What follows belongs to an exercise in optimizing a design on an open flow for small area, a short achievable clock period and few clock cycles; a production flow would make more cautious choices.
In this exercise RTL edits were held to simulation tests only and were not proved equivalent to the original.
Power figures rest on the tool's default switching activity, not on a simulated workload.

==> v25 <==
Design tumbler_sel, start of the top module:
module tumbler_sel (
    input  wire               clk,
    input  wire               rst,
    input  wire               wr_en,
    input  wire [4:0]         wr_pos,
    input  wire signed [23:0] wr_key,
    input  wire signed [7:0]  wr_temp,
    input  wire               wr_elig,
    input  wire               wr_fb,
    input  wire               wr_activate,
    input  wire               start,
    input  wire signed [15:0] lvl_n,
    input  wire [11:0]        lvl_f,
    input  wire signed [31:0] iarm,
    input  wire [7:0]         max_swap,
    input  wire [10:0]        f_dead,
    input  wire               therm_en,
    input  wire               frac_rotate,
    input  wire [15:0]        hyst,
    input  wire [7:0]         depth,
    input  wire               rate_en,
    input  wire [23:0]        credit_add,
    input  wire signed [7:0]  t0,
    input  wire [15:0]        gain,
    input  wire [15:0]        i_db,
    output reg                ready,
    output reg                done,
    output reg  [95:0]        cmd,
    output reg                out_pol,
    output reg  [5:0]         out_m,
    output reg  [11:0]        out_f,
    output reg                dir,
    output reg                pos_clamp,
    output reg                neg_clamp,
    output reg                frac_drop,
    output reg                frac_valid,
    output reg  [4:0]         frac_pos,
    output reg  [7:0]         swaps,
    output reg  [5:0]         healthy
);
clock: 110.0 ns
lec_check: 0
cap_margin: 30
core_margin: 2
core_utilization: 50
place_density: 0.65
slew_margin: 30
standard.sh (not shown) runs the stock make flow with config.mk's settings and CLKGATE_MAP_FILE= SYNTH_SCRIPT=/design/flow/synth_recipe.tcl, a recipe that flattens the netlist after the stock synthesis.
==> flow/flow/run.sh <==
#!/bin/bash
# The standard layout (standard synthesis, floorplan, placement, clock
# tree, routing), with the timing repair asked to leave 86 ns of setup slack
# at the design's 110 ns clock, that is to reach a 24 ns period where it
# can. All output goes to standard.log here; ORFS keeps its per-step logs
# under orfs/logs.
set -euo pipefail
export SETUP_SLACK_MARGIN=86
bash standard.sh > standard.log 2>&1
==> v6: changes against v25 <==
--- a/flow/design.v
+++ b/flow/design.v
@@ -156,11 +156,11 @@
     reg signed [7:0]  wp_temp;
     reg               wp_elig, wp_fb, wp_act;
     reg [7:0]         wp_dep;
     reg               busy;
     reg               rst_r;
-    reg [15:0]        lsn;           
+    reg [7:0]         lsn;           
     reg [NC-1:0]      ins;
     reg [5:0]         ins_cnt;
     reg               fresh;         
     reg               pos;           
     reg               low;           
@@ -279,11 +279,11 @@
         for (i = 0; i < NC; i = i + 1) begin
             avail[i]   = elig[i] & (pos | fb[i]);
             outs[i]    = avail[i] & ~ins_e[i];
             has_cr[i]  = !s_rate_en || (credit[i][23:16] != 8'd0);
             has_cr2[i] = !s_rate_en || (credit[i][23:17] != 7'd0);
-            rku[i]     = lsn[i/2] ? {~ek_lo[i][RW-1], ek_lo[i][RW-2:0]}
+            rku[i]     = lsn[i/4] ? {~ek_lo[i][RW-1], ek_lo[i][RW-2:0]}
                              : {~ek_hi[i][RW-1], ek_hi[i][RW-2:0]};
         end
     end
     reg [4:0]         e_pos;
     reg               e_any;
@@ -452,11 +452,11 @@
                 sw_cnt <= 8'd0;
             end
             if (busy && hold && pen_new) begin
                 pen_gain <= eff_gain;
                 pen_t0   <= eff_t0;
-                pen_ok   <= {NC{1'b0}};
+                pen_ok   <= ~elig;
                 rc_ph    <= 1'b0;
             end
             if (do_swap)
                 sw_cnt <= sw_cnt + 8'd1;
             cm <= do_commit;
@@ -507,15 +507,15 @@
                     credit[wp_pos] <= {((wp_dep == 8'd0) ? 8'd1 : wp_dep), 16'd0};
             end
         end
     end
     always @(posedge clk) begin
-        for (i = 0; i < NC / 2; i = i + 1)
+        for (i = 0; i < NC / 4; i = i + 1)
             if (!busy)
-                lsn[i] <= st_low & (elig_nx[2*i] | elig_nx[2*i+1]);
+                lsn[i] <= st_low & (|elig_nx[4*i +: 4]);
             else
-                lsn[i] <= sel_nx & (elig[2*i] | elig[2*i+1]);
+                lsn[i] <= sel_nx & (|elig[4*i +: 4]);
     end
     always @(posedge clk) begin
         if (wp_v) begin
             ek_lo[wp_pos] <= e_lo;
             ek_hi[wp_pos] <= e_hi;
==> flow/flow/run.sh (replaced) <==
#!/bin/bash
set -euo pipefail
export SETUP_SLACK_MARGIN=86
export MAX_REPAIR_ANTENNAS_ITER_DRT=20
bash standard.sh > standard.log 2>&1
==> results by group <==
Finish
  – Final nets: 27.1k

Status
  – SO Viols: antenna violations
  – Outcome: finished with violations

Route
  – DR vias: 228k
  – Antenna viol nets, final: 1

Critical path
  – FF-to-FF path depth: 88

Pwr
  – Clk pwr: 1310 uW

Synthesis
  – Post-synthesis mux area share: 0.0928

Clock network
  – CTS Sinks: 3348

Global routing
  – GR Util met3: 0.159
That was v25.
==> results by group <==
Status
  – Outcome: finished clean

Pwr
  – Clk pwr: 1320 uW

Synthesis
  – Post-synthesis mux area share: 0.0785

Clock network
  – CTS Sinks: 3340

Route
  – Antenna viol nets, final: 0
  – DR vias: 243k

Timing
  – TNS Setup: 0 ns

Global routing
  – GR Util met3: 0.196

Critical path
  – FF-to-FF path depth: 84

Worst hold path
  – Worst hold path type: flip-flop to flip-flop
That was v6.
Testbench counts of v25, summed over its fixed seeds: cycles 8,016.
Testbench counts of v6, summed over its fixed seeds: cycles 7,998.

re-timing with driven ports:
How much do the figures lean on ideal ports? The routed layouts below were timed once more, with nothing changed but the port constraints. Step 1 (the two cells are an assumption about what drives the block):
set clk [get_ports {clk}]
set_driving_cell -lib_cell sky130_fd_sc_hd__clkbuf_16 $clk
set_driving_cell -lib_cell sky130_fd_sc_hd__buf_2 [delete_from_list [all_inputs] $clk]
Step 2 also shifts input and output timing later by t, the mid clock arrival at the registers, as if the neighbouring blocks saw the same clock. Slacks: ideal ports / drivers / drivers and shift; pairs: ideal ports / drivers.
run	t, ns	setup slack, ns	hold WS [ns]	worst setup path at the end	worst slew at a driven data input, ns
v25	1.190	85.300 / 85.366 / 84.176	0.451 / 0.451 / 0.451	input to register	0.13
v6	1.193	85.349 / 85.413 / 84.220	0.457 / 0.457 / 0.457	input to register	0.13
The setup slack of v6, which loses most, moves by +0.064 ns with the drivers and by -1.129 ns with both steps.
